This design comes from an exercise in tuning for small area, a short achievable clock period and few clock cycles per item on the open sky130 flow, not from production work. At most, simulation tests tie the RTL to the original design; equivalence was not proved. No functional check of the RTL was part of runs 1 and 4 to 6. Power figures rest on the tool's default switching activity, not on a simulated workload.

==> flow/design.v <==
module kg9_bcd_addsub (
    input  wire [127:0] x,
    input  wire [127:0] y,
    input  wire         sub,
    input  wire         cin,
    output wire [127:0] s,
    output wire         co,
    output wire         zlo,
    output wire         zall,
    output wire         tnz
);
    localparam N = 32;
    wire [N-1:0]   g, p, za, zt;
    wire [4*N-1:0] vv;
    genvar i;
    generate
        for (i = 0; i < N; i = i + 1) begin : g_dig
            wire [3:0] xd = x[4*i +: 4];
            wire [3:0] yd = y[4*i +: 4];
            wire [3:0] yb;
            assign yb[0] = yd[0] ^ sub;
            assign yb[1] = ~yd[1];
            assign yb[2] = ~(yd[2] ^ (yd[1] & ~sub));
            assign yb[3] = sub ? ~yd[3] : (yd[3] | yd[2] | yd[1]);
            wire [4:0] t = xd + yb;
            wire [3:0] v = t[3:0];
            assign g[i] = t[4];
            assign p[i] = &v;
            assign vv[4*i +: 4] = v;
            assign za[i] = ~t[4] & (v == 4'd6);
            assign zt[i] = t[4] & (v == 4'd0);
        end
    endgenerate
    wire [N-1:0] gg, pp;
    kg9_prefix #(.N(N)) u_pre (.g(g), .p(p), .go(gg), .po(pp));
    assign co = gg[N-1] | (pp[N-1] & cin);
    wire [N-1:0] zc;
    generate
        for (i = 0; i < N; i = i + 1) begin : g_out
            wire c = (i == 0) ? cin : (gg[i-1] | (pp[i-1] & cin));
            wire       cd = g[i] | (p[i] & c);
            wire [3:0] w  = vv[4*i +: 4] + {3'd0, c};
            assign s[4*i +: 4] = cd ? w : w + 4'd10;    
            wire cp = (i == 0) ? cin : ~za[i-1];
            assign zc[i] = cp ? p[i] : (za[i] | zt[i]);
        end
    endgenerate
    assign zlo  = &zc[N-2:0];
    assign zall = &zc;
    wire c31 = gg[N-2] | (pp[N-2] & cin);
    assign tnz = !(c31 ? p[N-1] : (za[N-1] | zt[N-1]));
endmodule
module kg9_prefix #(parameter N = 32) (
    input  wire [N-1:0] g,
    input  wire [N-1:0] p,
    output wire [N-1:0] go,
    output wire [N-1:0] po
);
    localparam L = (N <= 2) ? 1 : (N <= 4) ? 2 : (N <= 8) ? 3 : (N <= 16) ? 4 : (N <= 32) ? 5 : 6;
    wire [N-1:0] gl [0:L];
    wire [N-1:0] pl [0:L];
    assign gl[0] = g;
    assign pl[0] = p;
    genvar k, i;
    generate
        for (k = 0; k < L; k = k + 1) begin : g_lvl
            for (i = 0; i < N; i = i + 1) begin : g_b
                if ((i >> k) & 1) begin : g_c
                    localparam integer J = ((i >> k) << k) - 1;
                    assign gl[k+1][i] = gl[k][i] | (pl[k][i] & gl[k][J]);
                    assign pl[k+1][i] = pl[k][i] & pl[k][J];
                end else begin : g_p
                    assign gl[k+1][i] = gl[k][i];
                    assign pl[k+1][i] = pl[k][i];
                end
            end
        end
    endgenerate
    assign go = gl[L];
    assign po = pl[L];
endmodule
module kg9_bcd_x2 #(parameter N = 32) (
    input  wire [4*N-1:0] x,
    output wire [4*N-1:0] y
);
    genvar i;
    generate
        for (i = 0; i < N; i = i + 1) begin : g_dig
            wire [3:0] d = x[4*i +: 4];
            wire       ci;
            if (i == 0) begin : g_c0
                assign ci = 1'b0;
            end else begin : g_c
                wire [3:0] dl = x[4*i-4 +: 4];
                assign ci = dl[3] | (dl[2] & (dl[1] | dl[0]));    
            end
            wire [2:0] h;
            assign h[2] = (d[2] & ~d[1] & ~d[0]) | (d[3] & d[0]);
            assign h[1] = (~d[3] & ~d[2] & d[1]) | (d[2] & d[1] & d[0]) | (d[3] & ~d[0]);
            assign h[0] = (~d[3] & ~d[2] & d[0]) | (d[2] & d[1] & ~d[0]) | (d[3] & ~d[0]);
            assign y[4*i +: 4] = {h, ci};
        end
    endgenerate
endmodule
module kg9_bcd_x5 #(parameter N = 32) (
    input  wire [4*N-1:0] x,
    output wire [4*N-1:0] y
);
    genvar i;
    generate
        for (i = 0; i < N; i = i + 1) begin : g_dig
            wire       od = x[4*i];
            wire [2:0] h;
            if (i == 0) begin : g_h0
                assign h = 3'd0;
            end else begin : g_h
                assign h = x[4*i-1 -: 3];     
            end
            assign y[4*i]     = od ^ h[0];
            assign y[4*i + 1] = od ? (~h[2] & (h[1] ^ h[0])) : h[1];
            assign y[4*i + 2] = od ? (~h[2] & ~(h[1] & h[0])) : h[2];
            assign y[4*i + 3] = od & (h[2] | (h[1] & h[0]));
        end
    endgenerate
endmodule
module kg9_decunit (
    input  wire         clk,
    input  wire         rst,
    input  wire         start,
    input  wire [2:0]   op,
    input  wire [127:0] a,
    input  wire [127:0] b,
    input  wire [13:0]  imm,
    output wire         ready,
    output reg          done,
    output wire [127:0] res,
    output wire [127:0] rem,
    output wire         z,
    output wire         n,
    output reg          dv,
    output reg          exc_data,
    output reg          exc_div
);
    localparam OP_ADDP = 3'd0, OP_SUBP = 3'd1, OP_MULP = 3'd2,
               OP_DIVP = 3'd3, OP_CMPP = 3'd4, OP_SHRP = 3'd5;
    localparam S_IDLE = 4'd8, S_EXEC = 4'd1, S_MUL = 4'd2, S_DIV = 4'd3,
               S_SHL  = 4'd4, S_SHR  = 4'd5, S_SHF = 4'd6, S_NEG = 4'd7;
    reg [3:0]   state;
    reg [2:0]   op_r;
    reg [123:0] x1;
    reg [127:0] x2;
    reg [127:0] x3;
    reg [3:0]   asn, bsn;    
    reg [4:0]   scale;
    reg [5:0]   sh;
    reg [3:0]   rnd;
    reg [4:0]   cnt;         
    reg [3:0]   drop;        
    reg [2:0]   md;          
    reg         mneg;        
    reg         mcy;         
    reg         mbig;        
    reg         m32;         
    reg         mzero;       
    reg         negdo;       
    reg [3:0]   qacc;        
    reg [4:0]   la;          
    reg [5:0]   nstep;       
    reg [4:0]   nreal;       
    reg         cur_real;    
    reg         lost;        
    reg         ovf;         
    reg         sflag;       
    reg         remneg;      
    reg [7:0]   resq;        
    reg         mfirst;      
    reg         iscmp;       
    reg         zzn;         
    reg         zsg;         
    reg         remz;        
    reg         qnz;         
    reg [31:0]  lbd;         
    reg [7:0]   bw;          
    reg [47:0]  bhk;         
    reg         tryp;        
    reg         dneg;        
    wire sa = (asn == 4'hD);
    wire sb = (bsn == 4'hD);
    assign ready = state[3];
    genvar ri;
    generate
        for (ri = 0; ri < 8; ri = ri + 1) begin : g_res
            localparam integer LO = 4 + 16 * ri;
            localparam integer HI = (ri == 7) ? 127 : LO + 15;
            assign res[HI:LO] = resq[ri] ? x1[HI-4:LO-4] : x2[HI-4:LO-4];
        end
    endgenerate
    assign res[3:0] = (sflag & !zsg) ? 4'hD : 4'hC;
    assign rem   = {x2[123:0], (remneg & !remz) ? 4'hD : 4'hC};
    assign z     = zzn;
    assign n     = sflag & !zzn;
    function automatic digits_ok(input [123:0] v);
        integer k;
        begin
            digits_ok = 1'b1;
            for (k = 0; k < 31; k = k + 1)
                if (v[4*k+3] & (v[4*k+2] | v[4*k+1])) digits_ok = 1'b0;
        end
    endfunction
    wire a_ok = digits_ok(x1) && (asn == 4'hC || asn == 4'hD || asn == 4'hF);
    wire b_ok = digits_ok(x3[123:0]) && (bsn == 4'hC || bsn == 4'hD || bsn == 4'hF);
    wire bad  = !b_ok || (op_r != OP_SHRP && !a_ok);
    wire [127:0] m1 = x3;
    wire [127:0] m2, m4, m5;
    kg9_bcd_x2 #(.N(32)) u_m2 (.x(m1), .y(m2));
    kg9_bcd_x2 #(.N(32)) u_m4 (.x(m2), .y(m4));
    kg9_bcd_x5 #(.N(32)) u_m5 (.x(m1), .y(m5));
    wire [3:0] mul_sel = {md == 3'd5, md == 3'd4, md == 3'd2 || md == 3'd3, md == 3'd1};
    wire [2:0] md_next = (md == 3'd3) ? 3'd1 : 3'd0;
    function automatic [4:0] recode(input [3:0] d, input c);
        reg [3:0] e, t;
        begin
            e = d + {3'd0, c};
            t = 4'd10 - e;
            if (e >= 4'd6)
                recode = {2'b11, t[2:0]};
            else
                recode = {2'b00, e[2:0]};
        end
    endfunction
    wire [4:0] rc_in  = recode(a[7:4], 1'b0);       
    wire [4:0] rc_sw  = recode(x3[3:0], 1'b0);      
    wire [4:0] rc_nx  = recode(x1[7:4], mcy);       
    wire [30:0] nz3;      
    wire [30:0] top3;     
    genvar gi;
    generate
        for (gi = 0; gi < 31; gi = gi + 1) begin : g_nz3
            assign nz3[gi] = |x3[4*gi +: 4];
            if (gi == 30) begin : g_t
                assign top3[gi] = nz3[gi];
            end else begin : g_o
                assign top3[gi] = nz3[gi] & ~|nz3[30:gi+1];
            end
        end
    endgenerate
    reg [4:0] lb_n;
    reg [3:0] bd1, bd0;
    integer kb;
    always @(*) begin
        lb_n = 5'd0;
        bd1  = 4'd0;
        bd0  = 4'd0;
        for (kb = 0; kb < 31; kb = kb + 1) begin
            lb_n = lb_n | ({5{top3[kb]}} & (kb + 1));
            bd1  = bd1  | ({4{top3[kb]}} & x3[4*kb +: 4]);
            if (kb > 0) bd0 = bd0 | ({4{top3[kb]}} & x3[4*kb-4 +: 4]);
        end
    end
    reg [3:0] rd2, rd1, rd0;
    always @(*) begin
        rd2 = 4'd0;
        rd1 = 4'd0;
        rd0 = 4'd0;
        for (kb = 0; kb < 32; kb = kb + 1) begin
            rd2 = rd2 | ({4{lbd[kb]}} & x2[4*kb +: 4]);
            if (kb < 31) rd1 = rd1 | ({4{lbd[kb+1]}} & x2[4*kb +: 4]);
            if (kb < 30) rd0 = rd0 | ({4{lbd[kb+2]}} & x2[4*kb +: 4]);
        end
    end
    wire [11:0] rw = {rd2, rd1, rd0};
    wire [7:0]  bwn = {bd1, bd0};
    wire [11:0] bwi;                     
    assign bwi[3:0]  = (bd0 == 4'd9) ? 4'd0 : bd0 + 4'd1;
    assign bwi[7:4]  = (bd0 != 4'd9) ? bd1 : (bd1 == 4'd9) ? 4'd0 : bd1 + 4'd1;
    assign bwi[11:8] = {3'd0, bwn == 8'h99};
    wire [11:0] bhi = (lb_n <= 5'd2) ? {4'd0, bwn} : bwi;
    wire [11:0] bhi2, bhi4, bhi5;
    kg9_bcd_x2 #(.N(3)) u_h2 (.x(bhi),  .y(bhi2));
    kg9_bcd_x2 #(.N(3)) u_h4 (.x(bhi2), .y(bhi4));
    kg9_bcd_x5 #(.N(3)) u_h5 (.x(bhi),  .y(bhi5));
    wire [11:0] bw1 = {4'd0, bw};
    wire [11:0] bw2, bw3, bw5, bw6;
    kg9_bcd_x2 #(.N(3)) u_l2 (.x(bw1),  .y(bw2));
    kg9_bcd_x5 #(.N(3)) u_l5 (.x(bw1),  .y(bw5));
    kg9_bcd_x2 #(.N(3)) u_l6 (.x(bw3),  .y(bw6));
    wire [4:0] s30 = bw2[3:0] + bw1[3:0];
    wire       c30 = (s30 > 5'd9);
    wire [4:0] s31 = bw2[7:4] + bw1[7:4] + {4'd0, c30};
    wire       c31 = (s31 > 5'd9);
    assign bw3[3:0]  = c30 ? s30[3:0] + 4'd6 : s30[3:0];
    assign bw3[7:4]  = c31 ? s31[3:0] + 4'd6 : s31[3:0];
    assign bw3[11:8] = bw2[11:8] + {3'd0, c31};
    function automatic dgt(input [3:0] r, input [3:0] t);    
        reg [3:0] e;
        begin
            e = r ~^ t;
            dgt = (r[3] & ~t[3]) | (e[3] & ((r[2] & ~t[2]) |
                  (e[2] & ((r[1] & ~t[1]) | (e[1] & r[0] & ~t[0])))));
        end
    endfunction
    function automatic ge3(input [11:0] r, input [11:0] t);
        reg g2, e2, g1, e1, g0;
        begin
            g2 = dgt(r[11:8], t[11:8]);  e2 = (r[11:8] == t[11:8]);
            g1 = dgt(r[7:4], t[7:4]);    e1 = (r[7:4] == t[7:4]);
            g0 = dgt(r[3:0], t[3:0]) | (r[3:0] == t[3:0]);
            ge3 = g2 | (e2 & (g1 | (e1 & g0)));
        end
    endfunction
    wire ge1 = ge3(rw, bhk[11:0]);
    wire ge2 = ge3(rw, bhk[23:12]);
    wire ge4 = ge3(rw, bhk[35:24]);
    wire ge5 = ge3(rw, bhk[47:36]);
    wire lt1 = (rw < bw1);
    wire lt2 = (rw < bw2);
    wire lt3 = (rw < bw3);
    wire lt5 = (rw < bw5);
    wire lt6 = (rw < bw6);
    wire [3:0] est_m   = ge5 ? 4'd5 : ge4 ? 4'd4 : ge2 ? 4'd2 : ge1 ? 4'd1 : 4'd0;
    wire       est_fin = ge5 ? lt6 : ge4 ? lt5 : ge2 ? lt3 : ge1 ? lt2 : lt1;
    wire       div_try = !tryp && !ge1 && !lt1;       
    wire [3:0] div_sel = tryp ? {3'd0, dneg} :
                         {ge5, ge4 & !ge5, ge2 & !ge4, (ge1 & !ge2) | (!ge1 & !lt1)};
    wire       div_fin = tryp || (!div_try && est_fin);
    wire [3:0] div_q   = qacc + (tryp ? {3'd0, !dneg} : est_m);
    wire is_mul  = (op_r == OP_MULP);
    wire is_div  = (op_r == OP_DIVP);
    wire is_shrp = (op_r == OP_SHRP);
    wire is_neg  = (state == S_NEG) && negdo;
    wire eff_sub = sa ^ sb ^ (op_r == OP_SUBP || op_r == OP_CMPP);
    wire zero_x  = is_neg || (state == S_SHF) || (state == S_MUL && mfirst) ||
                   (state == S_EXEC && (is_mul || is_div || is_shrp));
    wire is_exec = (state == S_EXEC);
    wire [3:0] sel = is_mul ? mul_sel :
                     is_div ? (state == S_DIV ? div_sel : 4'b0000) :
                     {3'd0, state != S_NEG};
    wire [127:0] opy = ({128{sel[0]}} & m1) | ({128{sel[1]}} & m2) |
                       ({128{sel[2]}} & m4) | ({128{sel[3]}} & m5) |
                       ({128{is_neg}} & x2);
    wire [127:0] opx = zero_x ? 128'd0 : x2;
    wire asub   = is_exec ? (is_mul ? mneg : (!is_div && !is_shrp && eff_sub)) :
                  (is_neg || (state == S_DIV && !tryp) || (state == S_MUL && mneg));
    wire rnd_up = is_shrp && sh[5] && (({1'b0, drop} + {1'b0, rnd}) >= 5'd10);
    wire [127:0] sum;
    wire         aco, zlo, zall, tnz;
    kg9_bcd_addsub u_add (.x(opx), .y(opy), .sub(asub), .cin(asub | rnd_up),
                          .s(sum), .co(aco), .zlo(zlo), .zall(zall), .tnz(tnz));
    wire [30:0] nz1, top1;
    generate
        for (gi = 0; gi < 31; gi = gi + 1) begin : g_nz1
            assign nz1[gi] = |x1[4*gi +: 4];
            if (gi == 30) begin : g_t
                assign top1[gi] = nz1[gi];
            end else begin : g_o
                assign top1[gi] = nz1[gi] & ~|nz1[30:gi+1];
            end
        end
    endgenerate
    reg [4:0] lead_n;     
    reg [3:0] lead_d;     
    integer k;
    always @(*) begin
        lead_n = 5'd0;
        lead_d = 4'd0;
        for (k = 0; k < 31; k = k + 1) begin
            lead_n = lead_n | ({5{top1[k]}} & (k + 1));
            lead_d = lead_d | ({4{top1[k]}} & x1[4*k +: 4]);
        end
    end
    wire [30:0] pos = 31'd1 << (la - 5'd1);
    reg  [3:0]   d_next;
    reg  [123:0] clr;
    integer j;
    always @(*) begin
        d_next = 4'd0;
        for (j = 0; j < 30; j = j + 1)
            if (pos[j+1]) d_next = x1[4*j +: 4];
        for (j = 0; j < 31; j = j + 1)
            clr[4*j +: 4] = {4{pos[j] & cur_real}};
    end
    wire [123:0] x1c    = x1 & ~clr;
    wire [123:0] x1_qn  = {x1c[119:0], div_q};
    wire [3:0]   d_in   = (state == S_EXEC) ? lead_d : (nreal != 5'd0) ? d_next : 4'd0;
    wire         div_ov = ovf | (x1c[123:120] != 4'd0);
    wire exec_ok = (state == S_EXEC) && !bad;
    wire mul_swap = (lb_n < lead_n);            
    wire mul_go  = (state == S_MUL) || (exec_ok && is_mul && !mul_swap);
    wire shl_go  = (state == S_SHL) || (exec_ok && is_shrp && sh != 6'd0 && !sh[5]);
    wire shr_go  = (state == S_SHR) || (exec_ok && is_shrp && sh[5]);
    wire shf_go  = (state == S_SHF) || (exec_ok && is_shrp && sh == 6'd0);
    wire [5:0] mlen = {1'b0, lead_n} + {1'b0, lb_n};    
    wire ab_gt = (lead_n > lb_n) || (lead_n == lb_n && lead_d > bd1);
    wire ab_lt = (lead_n < lb_n) || (lead_n == lb_n && lead_d < bd1);
    wire mul_ov  = (is_exec ? (mlen >= 6'd33) : mbig) |
                   ((is_exec ? (mlen == 6'd32) : m32) & tnz);
    wire x2_shift = (state == S_EXEC && is_div) ||
                    (state == S_DIV && div_fin && nstep != 6'd0);
    always @(posedge clk)
        x2 <= state[3] ? {4'd0, a[127:4]} :
              x2_shift ? {sum[123:0], d_in} : sum;
    always @(posedge clk) begin
        begin
            done <= 1'b0;
            if (state[3]) begin
                op_r  <= op;
                x1    <= a[127:4];
                x3    <= {4'd0, b[127:4]};
                asn   <= a[3:0];
                bsn   <= b[3:0];
                scale <= imm[4:0];
                sh    <= imm[13:8];
                rnd   <= imm[3:0];
                cnt   <= imm[13] ? (~imm[12:8] + 5'd1) : imm[12:8];
                {mcy, mneg, md} <= rc_in;
                qacc  <= 4'd0;
                qnz   <= 1'b0;
                lost  <= 1'b0;
                ovf   <= 1'b0;
                drop  <= 4'd0;
                resq[0] <= (op == OP_DIVP);
                resq[1] <= (op[1:0] == 2'b11);
                resq[2] <= (op == OP_DIVP) & start;
                resq[3] <= (op[1:0] == 2'b11) & start;
                iscmp <= (op == OP_CMPP);
                if (start) begin
                    dv    <= 1'b0;
                    state <= S_EXEC;
                end
            end
            if (state == S_EXEC) begin
                exc_data <= 1'b0;
                exc_div  <= 1'b0;
                remneg   <= sa;
                resq[4]  <= is_div;
                resq[5]  <= (op_r[1:0] == 2'b11);
                resq[6]  <= is_div & !bad;
                resq[7]  <= (op_r[1:0] == 2'b11) & !bad;
                if (bad) begin
                    exc_data <= 1'b1;
                    done     <= 1'b1;
                    state    <= S_IDLE;
                end else begin
                    case (op_r)
                        OP_ADDP, OP_SUBP, OP_CMPP: begin
                            zzn <= iscmp ? zall : zlo;
                            zsg <= zall;
                            if (eff_sub) begin
                                sflag <= aco ? sa : !sa;
                                negdo <= ab_lt | !aco;
                                if (!ab_gt && !iscmp) begin
                                    state <= S_NEG;
                                end else begin
                                    done  <= 1'b1;
                                    state <= S_IDLE;
                                end
                            end else begin
                                sflag <= sa;
                                if (!iscmp) dv <= tnz;
                                done  <= 1'b1;
                                state <= S_IDLE;
                            end
                        end
                        OP_MULP: begin
                            sflag <= sa ^ sb;
                            state <= S_MUL;
                            mfirst <= mul_swap;
                            mbig   <= (mlen >= 6'd33);
                            m32    <= (mlen == 6'd32);
                            mzero  <= (lead_n == 5'd0) || (lb_n == 5'd0);
                            if (mul_swap) begin
                                x1 <= x3[123:0];
                                x3 <= {4'd0, x1};
                                {mcy, mneg, md} <= rc_sw;
                            end
                        end
                        OP_DIVP: begin
                            sflag <= sa ^ sb;
                            if (lb_n == 5'd0) begin
                                exc_div <= 1'b1;
                                done    <= 1'b1;
                                state   <= S_IDLE;
                            end else if (lead_n == 5'd0) begin
                                zzn   <= 1'b1;
                                zsg   <= 1'b1;
                                remz  <= 1'b1;
                                done  <= 1'b1;
                                state <= S_IDLE;
                            end else begin
                                la       <= lead_n;
                                lbd      <= 32'd1 << lb_n;
                                bw       <= {bd1, bd0};
                                bhk      <= {bhi5, bhi4, bhi2, bhi};
                                tryp     <= 1'b0;
                                nreal    <= lead_n - 5'd1;
                                cur_real <= 1'b1;
                                nstep    <= {1'b0, lead_n} + {1'b0, scale} - 6'd1;
                                state    <= S_DIV;
                            end
                        end
                        default: sflag <= sb;    
                    endcase
                end
            end
            if (state == S_NEG) begin
                sflag <= negdo ? !sa : sa;
                zzn   <= zlo;
                zsg   <= zall;
                done  <= 1'b1;
                state <= S_IDLE;
            end
            if (mul_go) begin
                mfirst <= 1'b0;
                if (md_next == 3'd0) begin
                    x1   <= {4'd0, x1[123:4]};
                    x3   <= {x3[123:0], 4'd0};
                    {mcy, mneg, md} <= rc_nx;
                    if (x1[123:4] == 120'd0 && !mcy) begin
                        dv    <= mul_ov;
                        zzn   <= zlo;
                        zsg   <= is_exec ? ((lead_n == 5'd0) || (lb_n == 5'd0)) : mzero;
                        done  <= 1'b1;
                        state <= S_IDLE;
                    end
                end else begin
                    md <= md_next;
                end
            end
            if (state == S_DIV) begin
                tryp <= div_try;
                dneg <= !aco;
                if (div_fin) begin
                    x1    <= x1_qn;
                    ovf   <= div_ov;
                    qacc  <= 4'd0;
                    qnz   <= qnz | (div_q != 4'd0);
                    nstep <= nstep - 6'd1;
                    nreal <= (nreal != 5'd0) ? nreal - 5'd1 : 5'd0;
                    cur_real <= (nreal != 5'd0);
                    if (div_ov) begin
                        exc_div <= 1'b1;
                        done    <= 1'b1;
                        state   <= S_IDLE;
                    end else if (nstep == 6'd0) begin
                        zzn   <= !(qnz | (div_q != 4'd0));
                        zsg   <= !(qnz | (div_q != 4'd0));
                        remz  <= zall;
                        done  <= 1'b1;
                        state <= S_IDLE;
                    end else begin
                    end
                end else begin
                    qacc <= div_q;
                end
            end
            if (shl_go) begin
                x3    <= {x3[123:0], 4'd0};
                lost  <= lost | (x3[123:120] != 4'd0);
                cnt   <= cnt - 5'd1;
                state <= (cnt == 5'd1) ? S_SHF : S_SHL;
            end
            if (shr_go) begin
                x3    <= {4'd0, x3[127:4]};
                drop  <= x3[3:0];
                cnt   <= cnt - 5'd1;
                state <= (cnt == 5'd1) ? S_SHF : S_SHR;
            end
            if (shf_go) begin
                dv    <= lost;
                zzn   <= zlo;
                zsg   <= zlo & !lost;
                done  <= 1'b1;
                state <= S_IDLE;
            end
        end
        if (rst) begin
            state <= S_IDLE;
            done  <= 1'b0;
        end
    end
endmodule
==> flow/run.sh <==
#!/bin/bash
# synth_recipe.tcl (not shown) runs the flow's synth.tcl, then flattens the netlist and writes it again
# the make line also repeats each setting of config.mk as NAME=value (left out here)
make -C /OpenROAD-flow-scripts/flow DESIGN_CONFIG=/design/flow/config.mk WORK_HOME=/design/flow/orfs CLKGATE_MAP_FILE= SYNTH_SCRIPT=/design/flow/synth_recipe.tcl finish
==> flow/config.mk <==
export PLATFORM = sky130hd
export DESIGN_NAME = kg9_decunit
export DESIGN_NICKNAME = kg9_decunit
export VERILOG_FILES = /design/flow/design.v
export SDC_FILE = /design/flow/constraint.sdc
export NUM_CORES = 8
export LEC_CHECK = 0
export ABC_AREA = 0
export CAP_MARGIN = 40
export CORE_MARGIN = 2
export CORE_UTILIZATION = 30
export SLEW_MARGIN = 40
==> flow/constraint.sdc <==
create_clock -name core_clock -period 50.0 [get_ports {clk}]
set_input_delay 10.0000 -clock core_clock [delete_from_list [all_inputs] [get_ports {clk}]]
set_output_delay 10.0000 -clock core_clock [all_outputs]
set_load 0.01 [all_outputs]
==> impl_metrics.yaml, run 1 <==
outcome:
  status: "timing/DRC/antenna clean"
detailed_routing:
  route.met2.wl_um: 164000
  wl_per_cell_um: 34.4
  highest_layer: "met5"
  routed_wl_um: 406000
  route.met3.wl_um: 53500
  drt-initial-drc-count: 13000
  dr.pass1.iters: 10
  wl_met1_um: 161000
  ant_nets: 0
  vias: 76300
  drcViolationCount: 0
  avgViaCountPerCell: 6.46
hold_path:
  hold_class: "reg2reg"
synthesis:
  synth_seq_area_share: 0.187
  syn_avg_cell_area_um2: 7.40
  async_flop_share: 0
  yosysWarnings: 2
  synth-edff-count: 131
  synth-main-ff-cell: "dfxtp_1"
  synth.distinct_cells: 116
  ys_ff_latch: 541
  syn_area_um2: 64800
  synthCells: 8761
pwr:
  leakagePower_nw: 29.5
  power.density_nw_per_um2: 56.8
  peakVddDrop_mv: 0.0404
sta:
  max_slew.worst_pin.slew_ns: 0.972
  rsz0062_at_grt: "false"
  finalSetupViolCount: 0
  skew_ns: 0.0570
  period_needed_ns: 13.47
  fin_crit_sh: 0.269
  finalHoldViolations: 0
  tns_ns: 0
  fmax_mhz: 74.2
  slew_violations: 0
  slew_headroom: 0.348
clock_tree:
  cts-root-buf: "clkbuf_16"
  numCtsBuffers: 77
  numClockSinks: 541
  cts_tree: "yes"
  htree_levels: 3
  clk_latency_ns: 0.78
  cts_setup_buffers: 0
  clockBufferDepth: 3
  cts_hold_buf: 0
  cts-resized-gates: 0
  clkTransAtPathRegs_ns: 0.06
cells_and_area:
  utilization: 0.355
  register_area_um2: 12200
  drive_gt1_frac: 0.0994
  fillers: 22700
  nets: 9649
  final_common_cell: "nor2_1"
  mostFrequentLayoutCells: "nor2_1, a21oi_1, o21ai_0"
  multi_input_area_um2: 47700
  areaGrowthSynthToFinish_pct: 17.7
placed_design:
  gp_routability_congestion: 1.10
  post-dp-hpwl_um: 319000
  port_buffers: 529
setup_path:
  cp-start-kind: "flop"
  crit_type: "reg2reg"
  path_common_cell: "ha_1"
  critical_path.endpoint_type: "flop"
  slowest_stage: "or4_1"
  rrSetupSlack_ns: 36.53
  worstPathRequired_ns: 50.59
  crit_fanout: 59
  cpPeakStageDelay_ns: 0.97
  crit_arrival_ns: 14.07
global_route:
  grt_first_pass_wirelength_um: 554000
  grt_pass1_vias: 69300
  antenna_found_initial: 58
  grt_max_degree: 110
  grt_usage: 0.352
  overflow: 0
floorplan:
  die_width_um: 469
  core_area_um2: 215000
  num_rows: 170
  start_util: 0.302
  die_h_um: 469
  ios: 539
  die_area_um2: 220000
job:
  cap_violations: 0
## critical path, delay by kind of cell, from the launching register on
kind                       cells  cell delay, ns
adders and majority gates      6            2.01
buffers and inverters          4            1.27
and+or+nand+nor               11            4.28
AOI/OAI and AO/OA             14            4.38
xor gates and xnor gates       2            0.49
DFF                            1            0.71
## worst paths after layout
check / cells after the start / to / from
min: 2 / nreal[4] / nreal[4]
max: 37 / x2[115] / lbd[14]
min reg2reg: 2 / nreal[4] / nreal[4]
max reg2reg: 37 / x2[115] / lbd[14]
## layout make-up
| cell class | instances | area share |
|---|---|---|
| diodes | 26 | 0.000853 |
| clock buffers | 106 | 0.0295 |
| clock inverters | 37 | 0.00669 |
| inverters | 412 | 0.0203 |
| multi-input cells | 6922 | 0.626 |
| flip-flops and latches | 541 | 0.159 |
| well taps | 2838 | 0.0465 |
| repair buffers | 933 | 0.111 |
## sequential cells by signal (all words and copies together), names as in the netlist, 6 cells and up
signal,count
sh,6
x1,124
bhk,32
x3,128
resq,8
bw,8
nstep,6
lbd,32
x2,128
## through the flow
stage                     area, um2  hold slack, ns  std cells  setup WS, ns  total power, W
after floorplan               64900           0.438       8765         38.69         0.00241
after global placement        73000           0.452      11600         36.47         0.00354
after detailed placement      73400           0.467      11600         37.02         0.00358
after CTS                     76100           0.475      11800         36.94         0.00423
after global routing          76200           0.508      11800         36.45         0.00452
final                         76300           0.476      11800         36.53         0.00433
## layer usage
layer | up-vias | track usage
met4 | 32 | 0.193
met2 | 5266 | 0.509
met1 | 37200 | 0.459
met3 | 1006 | 0.115
met5 | - | 0
li1 | 32800 | -
## kinds of logic (layout without fill, tap and decap cells)
kind of cell,Yosys count,after routing,share of synthesized area
AOI/OAI and AO/OA,3027,3027,0.308
and+or+nand+nor,2611,2611,0.201
buffers and inverters,1302,1488,0.0849
DFF,541,541,0.187
muxes,497,497,0.0807
adders and majority gates,486,486,0.0983
xor gates and xnor gates,295,295,0.0400
other,2,32,0.000116
## report_power, final
group	leakage (nW)	total [W]	internal, W	switching (W)
Clock	1.35	0.000631	0.000373	0.000258
Sequential	4.63	0.000737	0.000531	0.000206
Combinational	23.6	0.00296	0.00113	0.00183
Total	29.5	0.00433	0.00204	0.00230
## Yosys cell counts, types with 57 or more instances
master	n	area, um2
nor2b_1	58	363
nor3_1	183	916
a22oi_1	196	1470
a21o_1	95	713
o22ai_1	58	363
o21ai_0	668	3340
nor2_1	737	2770
nand4_1	103	644
and3_1	58	363
clkbuf_1	643	2410
dfxtp_1	410	8210
ha_1	447	5590
a211oi_1	403	3030
or4_1	57	428
buf_4	134	1010
and2_1	125	782
buf_2	73	365
a221oi_1	67	587
nand2_1	593	2230
mux2i_1	314	3140
nand3_1	290	1450
nand2b_1	106	663
edfxtp_1	131	3930
a21boi_0	104	781
a21oi_1	678	3390
inv_1	402	1510
xnor2_1	198	1730
o221ai_1	66	578
xor2_1	96	841
mux2_2	180	2030
nor4_1	84	526
a31oi_1	126	788
==> run 2, diff against run 1 <==
--- a/flow/design.v
+++ b/flow/design.v
@@ -174,3 +174,3 @@
     reg         remneg;      
-    reg [7:0]   resq;        
+    reg [3:0]   resq;        
     reg         mfirst;      
@@ -189,11 +189,5 @@
     assign ready = state[3];
-    genvar ri;
-    generate
-        for (ri = 0; ri < 8; ri = ri + 1) begin : g_res
-            localparam integer LO = 4 + 16 * ri;
-            localparam integer HI = (ri == 7) ? 127 : LO + 15;
-            assign res[HI:LO] = resq[ri] ? x1[HI-4:LO-4] : x2[HI-4:LO-4];
-        end
-    endgenerate
-    assign res[3:0] = (sflag & !zsg) ? 4'hD : 4'hC;
+    assign res   = {resq[3] ? x1[123:93] : x2[123:93], resq[2] ? x1[92:62] : x2[92:62],
+                    resq[1] ? x1[61:31]  : x2[61:31],  resq[0] ? x1[30:0]  : x2[30:0],
+                    (sflag & !zsg) ? 4'hD : 4'hC};
     assign rem   = {x2[123:0], (remneg & !remz) ? 4'hD : 4'hC};
@@ -422,4 +416,2 @@
                 resq[1] <= (op[1:0] == 2'b11);
-                resq[2] <= (op == OP_DIVP) & start;
-                resq[3] <= (op[1:0] == 2'b11) & start;
                 iscmp <= (op == OP_CMPP);
@@ -434,6 +426,4 @@
                 remneg   <= sa;
-                resq[4]  <= is_div;
-                resq[5]  <= (op_r[1:0] == 2'b11);
-                resq[6]  <= is_div & !bad;
-                resq[7]  <= (op_r[1:0] == 2'b11) & !bad;
+                resq[2]  <= is_div;
+                resq[3]  <= (op_r[1:0] == 2'b11);
                 if (bad) begin
==> impl_metrics.yaml, run 2 <==
pwr:
  power.density_nw_per_um2: 56.6
  leakagePower_nw: 29.0
  peakVddDrop_mv: 0.0378
floorplan:
  start_util: 0.301
  ios: 539
  num_rows: 170
  core_area_um2: 214000
  die_width_um: 468
  die_h_um: 468
  die_area_um2: 219000
sta:
  period_needed_ns: 12.79
  slew_violations: 0
  finalHoldViolations: 0
  fin_ws_ns: 37.21
  fmax_mhz: 78.2
  max_slew.worst_pin.slew_ns: 0.978
  slew_headroom: 0.341
  fin_crit_sh: 0.256
  tns_ns: 0
  rsz0062_at_grt: "false"
  skew_ns: 0.0490
  finalSetupViolCount: 0
cells_and_area:
  top_regs: "x2: 128 flops, x3: 128 flops, x1: 124 flops"
  nets: 9605
  drive_gt1_frac: 0.0965
  fillers: 22600
  final_common_cell: "nor2_1"
  mostFrequentLayoutCells: "nor2_1, a21oi_1, o21ai_0"
  areaGrowthSynthToFinish_pct: 17.2
  final_area_um2: 75600
  fin_cells: 11800
clock_tree:
  cts-resized-gates: 0
  clkTransAtPathRegs_ns: 0.06
  htree_levels: 3
  cts-root-buf: "clkbuf_16"
  clockBufferDepth: 3
  cts_hold_buf: 0
  clk_latency_ns: 0.77
  numCtsBuffers: 79
  numClockSinks: 537
  cts_setup_buffers: 0
  cts_tree: "yes"
placed_design:
  pre_cts_slack_ns: 37.83
  post-dp-hpwl_um: 327000
  dpl-instance-area_um2: 72700
  gp_routability_congestion: 1.06
  dpl.cell_count: 11600
  port_buffers: 529
global_route:
  overflow: 0
  grt_usage: 0.366
  grt_pass1_vias: 71100
  antenna_found_initial: 54
  grt_max_degree: 166
  grt_first_pass_wirelength_um: 571000
synthesis:
  synthCells: 8766
  yosys.area.top_type: "dfxtp_1"
  synth_seq_area_share: 0.186
  synth.most_common_cell: "nor2_1"
  synth-main-ff-cell: "dfxtp_1"
  ys_ff_latch: 537
  synthTopCellsByCount: "nor2_1, a21oi_1, o21ai_0"
  synthMuxAreaShare: 0.0816
  syn_area_um2: 64500
  synth_top_area_share: 0.127
  syn_avg_cell_area_um2: 7.36
  synth_compound_area_frac: 0.304
  yosysWarnings: 2
  synth-edff-count: 127
  ys_top_cells_by_area: "dfxtp_1, ha_1, edfxtp_1, a21oi_1, o21ai_0"
  synth-simple-area-share: 0.204
  synthXorXnorAreaFrac: 0.0405
  synth.distinct_cells: 111
  async_flop_share: 0
  synth_adder_area_share: 0.0988
  synth_top_family_by_area: "compound AO/OA/AOI/OAI gates"
setup_path:
  crit_type: "reg2out"
  crit_arrival_ns: 2.79
  crit_fanout: 21
  cp-start-kind: "flop"
  critical_path.endpoint_type: "primary output"
  worstPathRequired_ns: 40.00
detailed_routing:
  vias: 77200
  drcViolationCount: 0
  avgViaCountPerCell: 6.55
  ant_nets: 0
  wl_per_cell_um: 35.5
  dr.pass1.iters: 12
  drt-initial-drc-count: 10900
  routed_wl_um: 418000
hold_path:
  hold_class: "reg2reg"
job:
  cap_violations: 0
outcome:
  status: "timing/DRC/antenna clean"
## run 2: cell families (layout without fill, tap and decap cells)
group / Yosys count / count (layout)
DFF: 537 / 537
xor gates and xnor gates: 298 / 298
muxes: 501 / 501
AOI/OAI and AO/OA: 3002 / 3002
and+or+nand+nor: 2632 / 2632
adders and majority gates: 486 / 486
other: 2 / 40
buffers and inverters: 1308 / 1446
## run 2: metal layers
metal,wire [um],up-vias,GRT usage,share of wire
met5,192,-,0.00176,0.00046
met4,35100,26,0.259,0.084
met3,51400,1237,0.123,0.12
met2,170000,5532,0.527,0.41
met1,162000,37700,0.454,0.39
li1,-,32700,-,-
## run 2: path summary, 6_finish.rpt
path              startpoint       to  slack (ns)  cells after the start
setup / recovery     resq[0]  res[15]       37.21                      3
hold / removal        mfirst   mfirst        0.48                      1
setup reg to reg     lbd[19]  x2[118]       37.43                     38
hold reg to reg       mfirst   mfirst        0.48                      1
## run 2: layout make-up
class / count / area, um2 / share of cell area
multi-input combinational: 6925 / 47600 / 0.630
sequential: 537 / 12100 / 0.160
inverter: 436 / 1640 / 0.0217
timing repair buffer: 864 / 7940 / 0.105
clock buffer: 104 / 2260 / 0.0299
tap: 2838 / 3550 / 0.0470
antenna: 34 / 85.1 / 0.00113
clock inverter: 42 / 474 / 0.00627
## run 2: per-stage QoR
stage | hold WS, ns | power, W | utilization
after floorplan | 0.419 | 0.00234 | -
after global placement | 0.443 | 0.00345 | 0.338
after detailed placement | 0.444 | 0.00350 | 0.339
after CTS | 0.469 | 0.00414 | 0.352
after global routing | 0.498 | 0.00444 | 0.353
final | 0.476 | 0.00428 | 0.353
## run 2: worst max-delay path, cell delays in order (launching register included)
cell             delay (ns)
edfxtp_1               0.66
buf_4                  0.43
mux2_2                 0.45
clkdlybuf4s50_1        0.50
## run 2: power breakdown
| part | internal [W] | switching, W | total [W] |
|---|---|---|---|
| clock | 0.000361 | 0.000265 | 0.000626 |
| combinational | 0.00107 | 0.00171 | 0.00278 |
| sequential | 0.000528 | 0.000343 | 0.000871 |
| total | 0.00196 | 0.00232 | 0.00428 |
Testbench counts of run 2, summed over its fixed seeds: cycles 12,996, ops 2,400.
==> run 3, diff against run 2 <==
--- a/flow/config.mk
+++ b/flow/config.mk
@@ -10,3 +10,3 @@
 export CORE_MARGIN = 2
-export CORE_UTILIZATION = 30
+export CORE_UTILIZATION = 36
 export SLEW_MARGIN = 40
==> impl_metrics.yaml, run 3 <==
outcome:
  status: "timing/DRC/antenna clean"
setup_path:
  cp-start-kind: "flop"
  critical_path.endpoint_type: "primary output"
  crit_fanout: 31
  crit_type: "reg2out"
  worstPathRequired_ns: 40.00
  timing.rr.end: "x2[90]"
  crit_arrival_ns: 2.57
  rr_worst_depth: 40
  timing.rr.start: "lbd[18]"
  rrSetupSlack_ns: 37.61
sta:
  fin_ws_ns: 37.43
  period_needed_ns: 12.57
  finalHoldViolations: 0
  max_slew.worst_pin.slew_ns: 0.966
  skew_ns: 0.0376
  rsz0062_at_grt: "false"
  slew_violations: 0
  fin_crit_sh: 0.251
  tns_ns: 0
  fmax_mhz: 79.5
  slew_headroom: 0.349
  finalSetupViolCount: 0
detailed_routing:
  vias: 76000
  drt-initial-drc-count: 11400
  wl_per_cell_um: 36.5
  ant_nets: 0
  avgViaCountPerCell: 6.74
  drcViolationCount: 0
  routed_wl_um: 412000
  dr.pass1.iters: 7
hold_path:
  hold_start: "qnz"
  hold_class: "reg2reg"
  min_path_cells: 1
  holdPathEnd: "qnz"
clock_tree:
  cts-resized-gates: 0
  htree_levels: 3
  cts-root-buf: "clkbuf_16"
  clkTransAtPathRegs_ns: 0.06
  clockBufferDepth: 3
  cts_setup_buffers: 0
  clk_latency_ns: 0.74
  numCtsBuffers: 76
  cts_hold_buf: 0
  cts_tree: "yes"
  numClockSinks: 537
placed_design:
  pre_cts_slack_ns: 37.90
  dpl-instance-area_um2: 71900
  port_buffers: 529
  post-dp-hpwl_um: 324000
  gp_routability_congestion: 1.08
floorplan:
  die_h_um: 427
  core_area_um2: 178000
  die_width_um: 427
  start_util: 0.362
  num_rows: 155
  ios: 539
  die_area_um2: 183000
synthesis:
  yosys.area.top_type: "dfxtp_1"
  synth-edff-count: 127
  synth.most_common_cell: "nor2_1"
  syn_area_um2: 64500
  synth_top_area_share: 0.127
  async_flop_share: 0
  synthTopCellsByCount: "nor2_1, a21oi_1, o21ai_0"
  synthCells: 8766
  syn_avg_cell_area_um2: 7.36
  ys_top_cells_by_area: "dfxtp_1, ha_1, edfxtp_1, a21oi_1, o21ai_0"
  synth.distinct_cells: 111
  synth_seq_area_share: 0.186
  yosysWarnings: 2
  synth-main-ff-cell: "dfxtp_1"
  ys_ff_latch: 537
pwr:
  leakagePower_nw: 29.0
  peakVddDrop_mv: 0.0367
  power.density_nw_per_um2: 56.2
  p_total_w: 0.00420
cells_and_area:
  final_common_cell: "nor2_1"
  top_regs: "x2: 128 flops, x3: 128 flops, x1: 124 flops"
  drive_gt1_frac: 0.0946
  register_area_um2: 12100
  fillers: 18200
  areaGrowthSynthToFinish_pct: 15.9
  nets: 9584
  utilization: 0.419
  mostFrequentLayoutCells: "nor2_1, a21oi_1, o21ai_0"
  final_area_um2: 74700
  multi_input_area_um2: 47600
global_route:
  grt_first_pass_wirelength_um: 560000
  grt_pass1_vias: 69100
  antenna_found_initial: 60
  grt_max_degree: 128
  overflow: 0
  grt_usage: 0.432
job:
  cap_violations: 0
==> run 3: cell counts after synthesis <==
Identical to the previous run, type by type.
==> run 3: metrics by stage <==
step | hold WS, ns | std cells
5_1_grt | 0.488 | 11200
3_5_place_dp | 0.449 | 11100
4_1_cts | 0.469 | 11200
3_3_place_gp | 0.444 | 11100
2_1_floorplan | 0.419 | 8770
6_report | 0.472 | 11300
==> run 3: cells by family after synthesis <==
family | Yosys count | synth area share
compound gates | 3002 | 0.304
simple gates | 2632 | 0.204
xor+xnor | 298 | 0.0405
fa+ha+maj | 486 | 0.0988
buf+inv | 1308 | 0.0850
other cells | 2 | 0.000116
mux | 501 | 0.0816
flops | 537 | 0.186
==> run 3: power by group <==
group / internal, W / switching, W
registers: 0.000529 / 0.000380
logic: 0.00106 / 0.00164
clock network: 0.000345 / 0.000251
total: 0.00193 / 0.00227
==> run 3: worst max-delay path: stages, from the launching register on <==
cell             delay (ns)
edfxtp_1               0.32
buf_4                  0.45
mux2_2                 0.45
clkdlybuf4s50_1        0.53
==> run 3: cell type report <==
| class | instances | area share |
|---|---|---|
| Tap cell | 2355 | 0.0394 |
| Inverter | 436 | 0.0219 |
| Sequential cell | 537 | 0.162 |
| Antenna cell | 40 | 0.00134 |
| Multi-Input combinational cell | 6925 | 0.637 |
| Timing Repair Buffer | 846 | 0.104 |
| Clock inverter | 31 | 0.00445 |
| Clock buffer | 108 | 0.0305 |
==> run 3: how the worst max path moves through the flow <==
| stage | end | start | depth (start not counted) |
|---|---|---|---|
| final | res[96] | resq[2] | 3 |
| after floorplan | res[100] | resq[3] | 2 |
| after global placement | x2[110] | lbd[16] | 37 |
| after detailed placement | x2[91] | lbd[31] | 40 |
| after CTS | res[96] | resq[2] | 3 |
| after global routing | x2[90] | lbd[31] | 40 |
==> run 3: per-layer routing <==
layer	up-vias	global-route usage	wire length [um]
met5	-	0	271
met4	38	0.323	35800
met3	1213	0.122	46100
met2	5181	0.618	168000
met1	36900	0.549	162000
li1	32700	-	-
==> run 4, diff against run 3 <==
--- a/flow/design.v
+++ b/flow/design.v
@@ -379,3 +379,3 @@
     wire         div_ov = ovf | (x1c[123:120] != 4'd0);
-    wire exec_ok = (state == S_EXEC) && !bad;
+    wire exec_ok = (state == S_EXEC);
     wire mul_swap = (lb_n < lead_n);            
@@ -428,7 +428,2 @@
                 resq[3]  <= (op_r[1:0] == 2'b11);
-                if (bad) begin
-                    exc_data <= 1'b1;
-                    done     <= 1'b1;
-                    state    <= S_IDLE;
-                end else begin
                     case (op_r)
@@ -492,3 +487,2 @@
                     endcase
-                end
             end
@@ -564,2 +558,8 @@
             end
+            if (state == S_EXEC && bad) begin
+                exc_data <= 1'b1;
+                exc_div  <= 1'b0;
+                done     <= 1'b1;
+                state    <= S_IDLE;
+            end
         end
--- a/flow/config.mk
+++ b/flow/config.mk
@@ -10,3 +10,3 @@
 export CORE_MARGIN = 2
-export CORE_UTILIZATION = 36
+export CORE_UTILIZATION = 30
 export SLEW_MARGIN = 40
==> impl_metrics.yaml, run 4 <==
cells_and_area:
  final_common_cell: "nor2_1"
  register_area_um2: 12000
  areaGrowthSynthToFinish_pct: 17.8
  fillers: 22300
  drive_gt1_frac: 0.0959
  nets: 9515
  mostFrequentLayoutCells: "nor2_1, a21oi_1, nand2_1"
  utilization: 0.356
  top_regs: "x2: 128 flops, x3: 128 flops, x1: 124 flops"
  multi_input_area_um2: 46400
pwr:
  leakagePower_nw: 29.2
  p_total_w: 0.00476
  peakVddDrop_mv: 0.0395
  power.density_nw_per_um2: 63.5
synthesis:
  synthCells: 8622
  synth.distinct_cells: 108
  syn_area_um2: 63600
  ys_ff_latch: 537
  yosysWarnings: 2
  ys_top_cells_by_area: "dfxtp_1, ha_1, edfxtp_1, a21oi_1, mux2i_1"
  synth-main-ff-cell: "dfxtp_1"
  yosys.area.top_type: "dfxtp_1"
  synthTopCellsByCount: "nor2_1, a21oi_1, clkbuf_1"
  syn_avg_cell_area_um2: 7.37
  async_flop_share: 0
  synth-edff-count: 126
  synth.most_common_cell: "nor2_1"
  synth_seq_area_share: 0.189
  synth_top_area_share: 0.129
sta:
  slew_violations: 0
  slew_headroom: 0.318
  finalSetupViolCount: 0
  fin_crit_sh: 0.260
  skew_ns: 0.0496
  tns_ns: 0
  fmax_mhz: 77.0
  finalHoldViolations: 0
  period_needed_ns: 12.99
  rsz0062_at_grt: "false"
  fin_ws_ns: 37.01
  max_slew.worst_pin.slew_ns: 1.02
setup_path:
  crit_type: "reg2out"
  timing.rr.start: "lbd[29]"
  timing.rr.end: "x2[110]"
  worstPathRequired_ns: 40.00
  crit_arrival_ns: 2.99
  cp-start-kind: "flop"
  rr_worst_depth: 36
  critical_path.endpoint_type: "primary output"
  rrSetupSlack_ns: 37.11
  crit_fanout: 31
hold_path:
  holdPathEnd: "nstep[5]"
  min_path_cells: 2
  hold_class: "reg2reg"
  hold_start: "nstep[5]"
floorplan:
  die_area_um2: 216000
  die_width_um: 464
  num_rows: 168
  ios: 539
  core_area_um2: 210000
  die_h_um: 464
  start_util: 0.302
placed_design:
  gp_routability_congestion: 1.06
  port_buffers: 529
  pre_cts_slack_ns: 37.29
  post-dp-hpwl_um: 354000
outcome:
  status: "timing/DRC/antenna clean"
job:
  cap_violations: 0
clock_tree:
  cts_hold_buf: 0
  clockBufferDepth: 3
  numCtsBuffers: 78
  cts_setup_buffers: 0
  cts-resized-gates: 0
  cts_tree: "yes"
  htree_levels: 3
  cts-root-buf: "clkbuf_16"
  clk_latency_ns: 0.76
  clkTransAtPathRegs_ns: 0.05
  numClockSinks: 537
global_route:
  antenna_found_initial: 73
  overflow: 0
  grt_max_degree: 193
  grt_usage: 0.392
  grt_pass1_vias: 69800
  grt_first_pass_wirelength_um: 596000
detailed_routing:
  drcViolationCount: 0
  dr.pass1.iters: 9
  avgViaCountPerCell: 6.64
  ant_nets: 0
  wl_per_cell_um: 38.4
  drt-initial-drc-count: 11700
  routed_wl_um: 447000
  vias: 77400
-- run 4: how the worst max path moves through the flow --
stage,from,endpoint,slack (ns),cells past startpoint
floorplan,resq[3],res[100],38.89,2
detailed placement,lbd[29],x2[110],37.29,34
global placement,lbd[29],x2[110],37.31,37
finish,resq[1],res[62],37.01,3
global route,lbd[29],x2[110],36.97,36
CTS,resq[1],res[64],37.05,3
-- run 4: worst max-delay path: stages (launching register included) --
cell,delay [ns]
edfxtp_1,0.34
buf_4,0.56
mux2_2,0.60
clkdlybuf4s50_1,0.63
-- run 4: where the power goes --
part           switching, W  total, W  internal, W  leakage [nW]
clock              0.000267  0.000616     0.000350          1.32
sequential         0.000268  0.000813     0.000545          4.61
combinational       0.00211   0.00333      0.00122          23.2
-- run 4: cells by family (layout without fill, tap and decap cells) --
family	count (synthesis)	after routing	share of synthesized area
other	2	40	0.000118
DFF	537	537	0.189
and+or+nand+nor	2645	2645	0.203
xor gates and xnor gates	279	279	0.0389
buffers and inverters	1344	1536	0.0880
AOI/OAI and AO/OA	2864	2864	0.304
adders and majority gates	486	486	0.100
muxes	465	465	0.0774
-- run 4: final cells by class --
| type | instances | area share |
|---|---|---|
| antenna | 34 | 0.00114 |
| clock buffer | 109 | 0.0306 |
| clock inverter | 36 | 0.00531 |
| inverter | 468 | 0.0235 |
| multi-input combinational | 6745 | 0.620 |
| sequential | 537 | 0.161 |
| tap | 2805 | 0.0469 |
| timing repair buffer | 923 | 0.112 |
-- run 4: through the flow --
step	hold WS [ns]	cells	cell area [um2]
global route	0.496	11600	74800
CTS	0.467	11600	74700
detailed placement	0.459	11500	72000
global placement	0.446	11500	71800
floorplan	0.432	8626	63600
finish	0.465	11700	74900
-- run 4: per-layer routing --
metal | up-vias | GRT usage | wire, um
li1 | 32400 | - | -
met1 | 38000 | 0.497 | 174000
met2 | 5638 | 0.560 | 181000
met3 | 1259 | 0.116 | 53500
met4 | 38 | 0.288 | 38600
met5 | - | 0 | 253
==> run 5, diff against run 4 <==
--- a/flow/config.mk
+++ b/flow/config.mk
@@ -10,3 +10,3 @@
 export CORE_MARGIN = 2
-export CORE_UTILIZATION = 30
+export CORE_UTILIZATION = 36
 export SLEW_MARGIN = 40
==> impl_metrics.yaml, run 5 <==
outcome:
  status: "timing/DRC/antenna clean"
clock_tree:
  clkTransAtPathRegs_ns: 0.06
  cts_hold_buf: 0
  cts_tree: "yes"
  clk_latency_ns: 0.75
  htree_levels: 3
  numClockSinks: 537
  clockBufferDepth: 3
  numCtsBuffers: 76
  cts_setup_buffers: 0
  cts-root-buf: "clkbuf_16"
  cts-resized-gates: 0
synthesis:
  ys_ff_latch: 537
  synth_top_area_share: 0.129
  synth.distinct_cells: 108
  synth.most_common_cell: "nor2_1"
  ys_top_cells_by_area: "dfxtp_1, ha_1, edfxtp_1, a21oi_1, mux2i_1"
  async_flop_share: 0
  syn_area_um2: 63600
  synth_seq_area_share: 0.189
  synthCells: 8622
  yosysWarnings: 2
  yosys.area.top_type: "dfxtp_1"
  synthTopCellsByCount: "nor2_1, a21oi_1, clkbuf_1"
  syn_avg_cell_area_um2: 7.37
  synth-main-ff-cell: "dfxtp_1"
  synth-edff-count: 126
pwr:
  power.density_nw_per_um2: 65.1
  peakVddDrop_mv: 0.0582
  leakagePower_nw: 29.2
hold_path:
  holdPathEnd: "exc_data"
  min_path_cells: 1
  hold_start: "exc_data"
  hold_class: "reg2reg"
detailed_routing:
  drt-initial-drc-count: 12800
  vias: 77500
  avgViaCountPerCell: 6.92
  wl_per_cell_um: 39.3
  routed_wl_um: 441000
  dr.pass1.iters: 9
  ant_nets: 0
  drcViolationCount: 0
global_route:
  grt_max_degree: 192
  overflow: 0
  grt_first_pass_wirelength_um: 588000
  grt_usage: 0.466
  globalRouteMet3Util: 0.184
  antenna_found_initial: 67
  grt.met1_usage: 0.562
  top_usage_layer: "met2"
  grt_pass1_vias: 69800
  groute.layer.met2.usage: 0.654
placed_design:
  pre_cts_slack_ns: 37.26
  gp_routability_congestion: 1.11
  port_buffers: 529
  dpl.cell_count: 11000
  post-dp-hpwl_um: 346000
floorplan:
  die_h_um: 424
  ios: 539
  die_width_um: 424
  num_rows: 154
  core_area_um2: 176000
  die_area_um2: 180000
  start_util: 0.362
cells_and_area:
  areaGrowthSynthToFinish_pct: 17.1
  utilization: 0.424
  drive_gt1_frac: 0.0988
  fillers: 18100
  fin_cells: 11200
  nets: 9516
  mostFrequentLayoutCells: "nor2_1, a21oi_1, nand2_1"
  top_regs: "x2: 128 flops, x3: 128 flops, x1: 124 flops"
  final_common_cell: "nor2_1"
sta:
  finalSetupViolCount: 0
  rsz0062_at_grt: "false"
  tns_ns: 0
  slew_violations: 0
  fin_crit_sh: 0.267
  fin_ws_ns: 36.63
  slew_headroom: 0.294
  max_slew.worst_pin.slew_ns: 1.06
  skew_ns: 0.0456
  period_needed_ns: 13.37
  finalHoldViolations: 0
  fmax_mhz: 74.8
setup_path:
  path_common_cell: "ha_1"
  slowest_stage: "nor4bb_1"
  worstPathRequired_ns: 50.64
  cpPeakStageDelay_ns: 0.84
  crit_arrival_ns: 14.00
  crit_type: "reg2reg"
  timing.rr.end: "x2[106]"
  critical_path.endpoint_type: "flop"
  crit_fanout: 55
  timing.rr.start: "lbd[13]"
  rr_worst_depth: 39
  rrSetupSlack_ns: 36.63
  cp-start-kind: "flop"
job:
  cap_violations: 0
run 5: changes by cell type in the layout (fill, tap and decap cells not counted), sizes merged:
cell / delta
buf: +3
diode: +7
clkbuf: +7
inv: -6
clkinvlp: -2
clkinv: -2
run 5: worst max-delay path: cells and delay by family, from the launching register on:
family	cells	cell delay, ns
buf+inv	6	2.18
fa+ha+maj	5	1.43
simple gates	13	4.12
xor+xnor	3	0.59
flops	1	0.72
compound gates	12	4.03
run 5: cells by family (layout without fill, tap and decap cells):
logic type,count (synthesis),count (layout),synth area share
AND/OR/NAND/NOR,2645,2645,0.203
flip-flops,537,537,0.189
adder cells (fa/ha/maj),486,486,0.100
other,2,47,0.000118
AO/OA/AOI/OAI,2864,2864,0.304
XOR/XNOR,279,279,0.0389
buffers and inverters,1344,1536,0.0880
multiplexers,465,465,0.0774
run 5: layout make-up:
type	count	area (um2)	share of cell area
antenna	41	103	0.00138
clock buffer	116	2320	0.0311
clock inverter	26	290	0.00390
inverter	468	1760	0.0236
multi-input combinational	6745	46600	0.625
sequential	537	12000	0.162
tap	2340	2930	0.0393
timing repair buffer	926	8450	0.114
run 5: report_power, final:
| group | leakage [nW] | switching [W] | total [W] | internal, W |
|---|---|---|---|---|
| logic | 23.3 | 0.00217 | 0.00339 | 0.00122 |
| clock network | 1.29 | 0.000248 | 0.000594 | 0.000346 |
| registers | 4.61 | 0.000321 | 0.000867 | 0.000546 |
| total | 29.2 | 0.00274 | 0.00485 | 0.00211 |
run 5: worst max path at each step:
stage,from,end,slack (ns),cells past startpoint
after floorplan,resq[3],res[100],38.89,2
after global placement,lbd[30],x2[110],36.58,37
after detailed placement,lbd[31],x2[110],37.26,37
after CTS,x2[58],res[62],37.15,2
after global routing,lbd[20],x2[106],36.61,38
final,lbd[13],x2[106],36.63,39
run 5: routing by layer:
metal	up-vias	share of wire
li1	32400	-
met1	37600	0.37
met2	5963	0.40
met3	1530	0.14
met4	38	0.098
met5	-	0.00079
run 5: through the flow:
| stage | instance area [um2] | hold WS (ns) | total power, W |
|---|---|---|---|
| after global routing | 74400 | 0.484 | 0.00497 |
| after floorplan | 63600 | 0.432 | 0.00259 |
| after CTS | 74100 | 0.468 | 0.00463 |
| final | 74400 | 0.472 | 0.00485 |
| after detailed placement | 71500 | 0.455 | 0.00403 |
| after global placement | 71200 | 0.444 | 0.00398 |
==> run 6, diff against run 5 <==
==> flow/flow/run.sh (new file) <==
#!/bin/bash
# Layout: the standard flow (standard.sh) unchanged, except that the
# buffers ORFS puts on the input and output ports are buf_1 cells.
set -e
export BUFFER_PORTS_ARGS="-buffer_cell sky130_fd_sc_hd__buf_1"
bash standard.sh > standard.log 2>&1
==> flow/standard.sh (new file) <==
#!/bin/bash
# synth_recipe.tcl (not shown) runs the flow's synth.tcl, then flattens the netlist and writes it again
# the make line also repeats each setting of config.mk as NAME=value (left out here)
make -C /OpenROAD-flow-scripts/flow DESIGN_CONFIG=/design/flow/config.mk WORK_HOME=/design/flow/orfs CLKGATE_MAP_FILE= SYNTH_SCRIPT=/design/flow/synth_recipe.tcl "${@:-finish}"
removed: flow/run.sh
==> impl_metrics.yaml, run 6 <==
placed_design:
  gp_routability_congestion: 1.14
  post-dp-hpwl_um: 326000
  dpl-instance-area_um2: 67800
  port_buffers: 529
sta:
  finalHoldViolations: 0
  slew_headroom: 0.313
  tns_ns: 0
  fmax_mhz: 73.8
  slew_violations: 0
  fin_crit_sh: 0.271
  max_slew.worst_pin.slew_ns: 1.03
  period_needed_ns: 13.56
  finalSetupViolCount: 0
  rsz0062_at_grt: "false"
  skew_ns: 0.0627
cells_and_area:
  fillers: 18300
  final_common_cell: "nor2_1"
  mostFrequentLayoutCells: "nor2_1, a21oi_1, nand2_1"
  nets: 9481
  top_regs: "x2: 128 flops, x3: 128 flops, x1: 124 flops"
  final_area_um2: 70800
  utilization: 0.403
  areaGrowthSynthToFinish_pct: 11.4
  drive_gt1_frac: 0.0943
synthesis:
  synth-edff-count: 126
  synth-main-ff-cell: "dfxtp_1"
  yosys.area.top_type: "dfxtp_1"
  synthCells: 8622
  async_flop_share: 0
  synth.distinct_cells: 108
  ys_top_cells_by_area: "dfxtp_1, ha_1, edfxtp_1, a21oi_1, mux2i_1"
  yosysWarnings: 2
  syn_area_um2: 63600
  ys_ff_latch: 537
  synthTopCellsByCount: "nor2_1, a21oi_1, clkbuf_1"
  syn_avg_cell_area_um2: 7.37
  synth_seq_area_share: 0.189
  synth.most_common_cell: "nor2_1"
  synth_top_area_share: 0.129
detailed_routing:
  vias: 77700
  dr.pass1.iters: 9
  wl_per_cell_um: 37.8
  avgViaCountPerCell: 6.97
  ant_nets: 0
  routed_wl_um: 421000
  drcViolationCount: 0
  drt-initial-drc-count: 13000
floorplan:
  ios: 539
  die_width_um: 424
  start_util: 0.362
  die_area_um2: 180000
  die_h_um: 424
  core_area_um2: 176000
  num_rows: 154
global_route:
  grt_usage: 0.445
  antenna_found_initial: 64
  overflow: 0
  grt_max_degree: 178
  grt_first_pass_wirelength_um: 568000
  grt_pass1_vias: 69500
job:
  cap_violations: 0
setup_path:
  crit_type: "reg2reg"
  crit_family: "compound AO/OA/AOI/OAI gates"
  cp-start-kind: "flop"
  critPathBufInv: 4
  worstPathRequired_ns: 50.69
  crit_arrival_ns: 14.24
  critical_path.endpoint_type: "flop"
  slowest_stage: "or4_1"
  cpPeakStageDelay_ns: 0.88
  path_common_cell: "ha_1"
  crit_fanout: 120
pwr:
  p_total_w: 0.00462
  peakVddDrop_mv: 0.0670
  power.density_nw_per_um2: 65.3
  leakagePower_nw: 27.6
clock_tree:
  htree_levels: 3
  clkTransAtPathRegs_ns: 0.06
  cts_setup_buffers: 0
  clk_latency_ns: 0.78
  cts_hold_buf: 0
  cts-root-buf: "clkbuf_16"
  cts-resized-gates: 0
  numCtsBuffers: 77
  cts_tree: "yes"
  numClockSinks: 537
  clockBufferDepth: 3
outcome:
  status: "timing/DRC/antenna clean"
hold_path:
  hold_class: "reg2reg"
## run 6: cell types whose count changed in the layout (fill, tap and decap cells not counted), moves of 7 or more
cell	before	now
o21ai_0	560	553
buf_1	0	529
diode_2	41	33
clkdlybuf4s50_1	529	0
clkbuf_8	16	5
o21ai_1	9	16
buf_4	375	334
## run 6: cell type report
type	count	area [um2]	area share
multi-input combinational	6745	46500	0.657
antenna	33	82.6	0.00117
tap	2340	2930	0.0413
sequential	537	12000	0.170
inverter	468	1760	0.0249
clock buffer	99	2060	0.0291
clock inverter	42	552	0.00779
timing repair buffer	890	4900	0.0692
## run 6: routing by layer
| layer | GRT usage | vias up | wire length, um |
|---|---|---|---|
| li1 | - | 32300 | - |
| met1 | 0.525 | 37400 | 150000 |
| met2 | 0.609 | 6240 | 165000 |
| met3 | 0.184 | 1681 | 59800 |
| met4 | 0.400 | 38 | 46000 |
| met5 | 0.00952 | - | 340 |
## run 6: worst paths after layout
check                           slack, ns  startpoint       end  cells after the start
worst max-delay path                36.44     lbd[11]   x2[110]                     36
worst min-delay path                 0.46    nstep[5]  nstep[5]                      2
worst max register to register      36.44     lbd[11]   x2[110]                     36
worst min register to register       0.46    nstep[5]  nstep[5]                      2
## run 6: power by group
| part | internal, W | leakage [nW] | total, W | switching (W) |
|---|---|---|---|---|
| Clock | 0.000349 | 1.28 | 0.000605 | 0.000256 |
| Combinational | 0.00109 | 21.7 | 0.00316 | 0.00207 |
| Sequential | 0.000546 | 4.61 | 0.000854 | 0.000308 |
## run 6: tightest hold or removal path: cells and delay by family (launching register included)
family	cells	cell delay [ns]
compound gates	1	0.05
buf+inv	1	0.05
flops	1	0.32
## run 6: per-stage QoR
stage / setup WS [ns] / hold slack [ns] / std cells
floorplan: 38.89 / 0.432 / 8626
global placement: 36.21 / 0.444 / 11000
detailed placement: 36.88 / 0.455 / 11000
CTS: 36.80 / 0.466 / 11100
global route: 36.34 / 0.481 / 11100
finish: 36.44 / 0.464 / 11200
## run 6: cells by family after synthesis
family          after synthesis  synth area share
buf+inv                    1344            0.0880
fa+ha+maj                   486             0.100
xor+xnor                    279            0.0389
flops                       537             0.189
simple gates               2645             0.203
other cells                   2          0.000118
mux                         465            0.0774
compound gates             2864             0.304
==> run 7, diff against run 6 <==
--- a/flow/design.v
+++ b/flow/design.v
@@ -379,3 +379,3 @@
     wire         div_ov = ovf | (x1c[123:120] != 4'd0);
-    wire exec_ok = (state == S_EXEC);
+    wire exec_ok = (state == S_EXEC) && !bad;
     wire mul_swap = (lb_n < lead_n);            
@@ -428,2 +428,7 @@
                 resq[3]  <= (op_r[1:0] == 2'b11);
+                if (bad) begin
+                    exc_data <= 1'b1;
+                    done     <= 1'b1;
+                    state    <= S_IDLE;
+                end else begin
                     case (op_r)
@@ -487,2 +492,3 @@
                     endcase
+                end
             end
@@ -558,8 +564,2 @@
             end
-            if (state == S_EXEC && bad) begin
-                exc_data <= 1'b1;
-                exc_div  <= 1'b0;
-                done     <= 1'b1;
-                state    <= S_IDLE;
-            end
         end
==> impl_metrics.yaml, run 7 <==
setup_path:
  cpPeakStageDelay_ns: 0.94
  rrSetupSlack_ns: 37.20
  cp-start-kind: "flop"
  timing.rr.start: "lbd[15]"
  crit_arrival_ns: 13.40
  worstPathRequired_ns: 50.60
  endpoint: "x2[90]"
  rr_worst_depth: 41
  crit_type: "reg2reg"
  timing.rr.end: "x2[90]"
  slowest_stage: "or4_1"
  crit_fanout: 60
clock_tree:
  numCtsBuffers: 74
  cts_setup_buffers: 0
  htree_levels: 3
  cts_hold_buf: 0
  cts-root-buf: "clkbuf_16"
  cts-resized-gates: 0
  clk_latency_ns: 0.75
  cts_tree: "yes"
  clkTransAtPathRegs_ns: 0.06
sta:
  tns_ns: 0
  slew_violations: 0
  rsz0062_at_grt: "false"
  finalHoldViolations: 0
  skew_ns: 0.0345
  fin_crit_sh: 0.256
  slew_headroom: 0.313
  period_needed_ns: 12.80
  max_slew.worst_pin.slew_ns: 1.03
  fmax_mhz: 78.1
  finalSetupViolCount: 0
placed_design:
  dpl.cell_count: 11100
  gp_routability_congestion: 1.08
  post-dp-hpwl_um: 320000
  port_buffers: 529
  dpl-instance-area_um2: 68800
synthesis:
  ys_top_cells_by_area: "dfxtp_1, ha_1, edfxtp_1, a21oi_1, o21ai_0"
  synthCells: 8766
  synthTopCellsByCount: "nor2_1, a21oi_1, o21ai_0"
  synth_seq_area_share: 0.186
  async_flop_share: 0
  yosys.area.top_type: "dfxtp_1"
  yosysWarnings: 2
global_route:
  grt_max_degree: 164
  grt_first_pass_wirelength_um: 558000
  top_usage_layer: "met2"
  groute.layer.met2.usage: 0.620
  globalRouteMet3Util: 0.129
  grt_pass1_vias: 69600
pwr:
  p_int_w: 0.00181
  swShare: 0.557
  clockPowerShare: 0.140
  peakVddDrop_mv: 0.0360
hold_path:
  hold_class: "reg2reg"
floorplan:
  die_h_um: 427
  die_area_um2: 183000
  core_area_um2: 178000
  start_util: 0.362
detailed_routing:
  dr.pass1.iters: 9
  routed_wl_um: 409000
  avgViaCountPerCell: 6.76
  drcViolationCount: 0
cells_and_area:
  final_common_cell: "nor2_1"
  nets: 9616
  drive_gt1_frac: 0.0946
  multi_input_area_um2: 47500
  fin_cells: 11300
  fillers: 18900
outcome:
  status: "timing/DRC/antenna clean"
job:
  cap_violations: 0
[run 7: cell types whose count changed in the layout (fill, tap and decap cells not counted), sizes merged, moves of 60 or more]
| cell | delta |
|---|---|
| a21boi | +67 |
| nor3 | +96 |
| o221ai | -60 |
| a311oi | -81 |
| a221oi | -69 |
| o21ai | +113 |
| nand2 | -119 |
| a211oi | +61 |
[run 7: per-stage QoR]
step / power, W / hold slack (ns) / util / setup slack [ns]
floorplan: 0.00234 / 0.419 / - / 38.89
global placement: 0.00334 / 0.443 / 0.384 / 37.43
detailed placement: 0.00337 / 0.449 / 0.386 / 37.56
CTS: 0.00395 / 0.470 / 0.400 / 37.51
global route: 0.00424 / 0.488 / 0.401 / 36.82
finish: 0.00408 / 0.472 / 0.401 / 37.20
[run 7: layout make-up]
cell class                      instances  area share
Antenna cell                           39     0.00137
Clock buffer                           97      0.0290
Clock inverter                         37     0.00562
Inverter                              436      0.0229
Multi-Input combinational cell       6925       0.665
Sequential cell                       537       0.169
Tap cell                             2355      0.0412
Timing Repair Buffer                  880      0.0662
[run 7: worst min-delay path by stage]
| stage | start | endpoint | slack (ns) | cells after the start |
|---|---|---|---|---|
| 2_1_floorplan | nreal[4] | nreal[4] | 0.42 | 2 |
| 3_3_place_gp | nreal[4] | nreal[4] | 0.44 | 2 |
| 3_5_place_dp | nreal[4] | nreal[4] | 0.45 | 2 |
| 4_1_cts | qnz | qnz | 0.47 | 1 |
| 5_1_grt | mfirst | mfirst | 0.49 | 1 |
| 6_report | nreal[4] | nreal[4] | 0.47 | 2 |
[run 7: power by group through the flow]
stage	Sequential, W	Clock (W)	Combinational [W]
finish	0.000821	0.000573	0.00268
global route	0.000802	0.000588	0.00285
CTS	0.000790	0.000573	0.00259
detailed placement	0.000799	0	0.00257
global placement	0.000798	0	0.00254
floorplan	0.000611	0	0.00173
[run 7: routing by layer]
layer / vias up / share of wire
li1: 32700 / -
met1: 37100 / 0.38
met2: 5266 / 0.41
met3: 1263 / 0.12
met4: 32 / 0.089
met5: - / 0.00053
[run 7: logic make-up after synthesis]
logic type | after synthesis | share of synthesized area
compound gates | 3002 | 0.304
other cells | 2 | 0.000116
simple gates | 2632 | 0.204
flops | 537 | 0.186
mux | 501 | 0.0816
xor+xnor | 298 | 0.0405
buf+inv | 1308 | 0.0850
fa+ha+maj | 486 | 0.0988
[run 7: worst max-delay path, delay by kind of cell (launching register included)]
family / cells / cell delay, ns
XOR/XNOR: 3 / 0.79
adder cells (fa/ha/maj): 6 / 1.80
multiplexers: 2 / 0.60
AND/OR/NAND/NOR: 5 / 1.57
buffers and inverters: 4 / 1.56
flip-flops: 1 / 0.72
AO/OA/AOI/OAI: 21 / 5.44
Testbench counts of run 7, summed over its fixed seeds: cycles 12,996, ops 2,400.
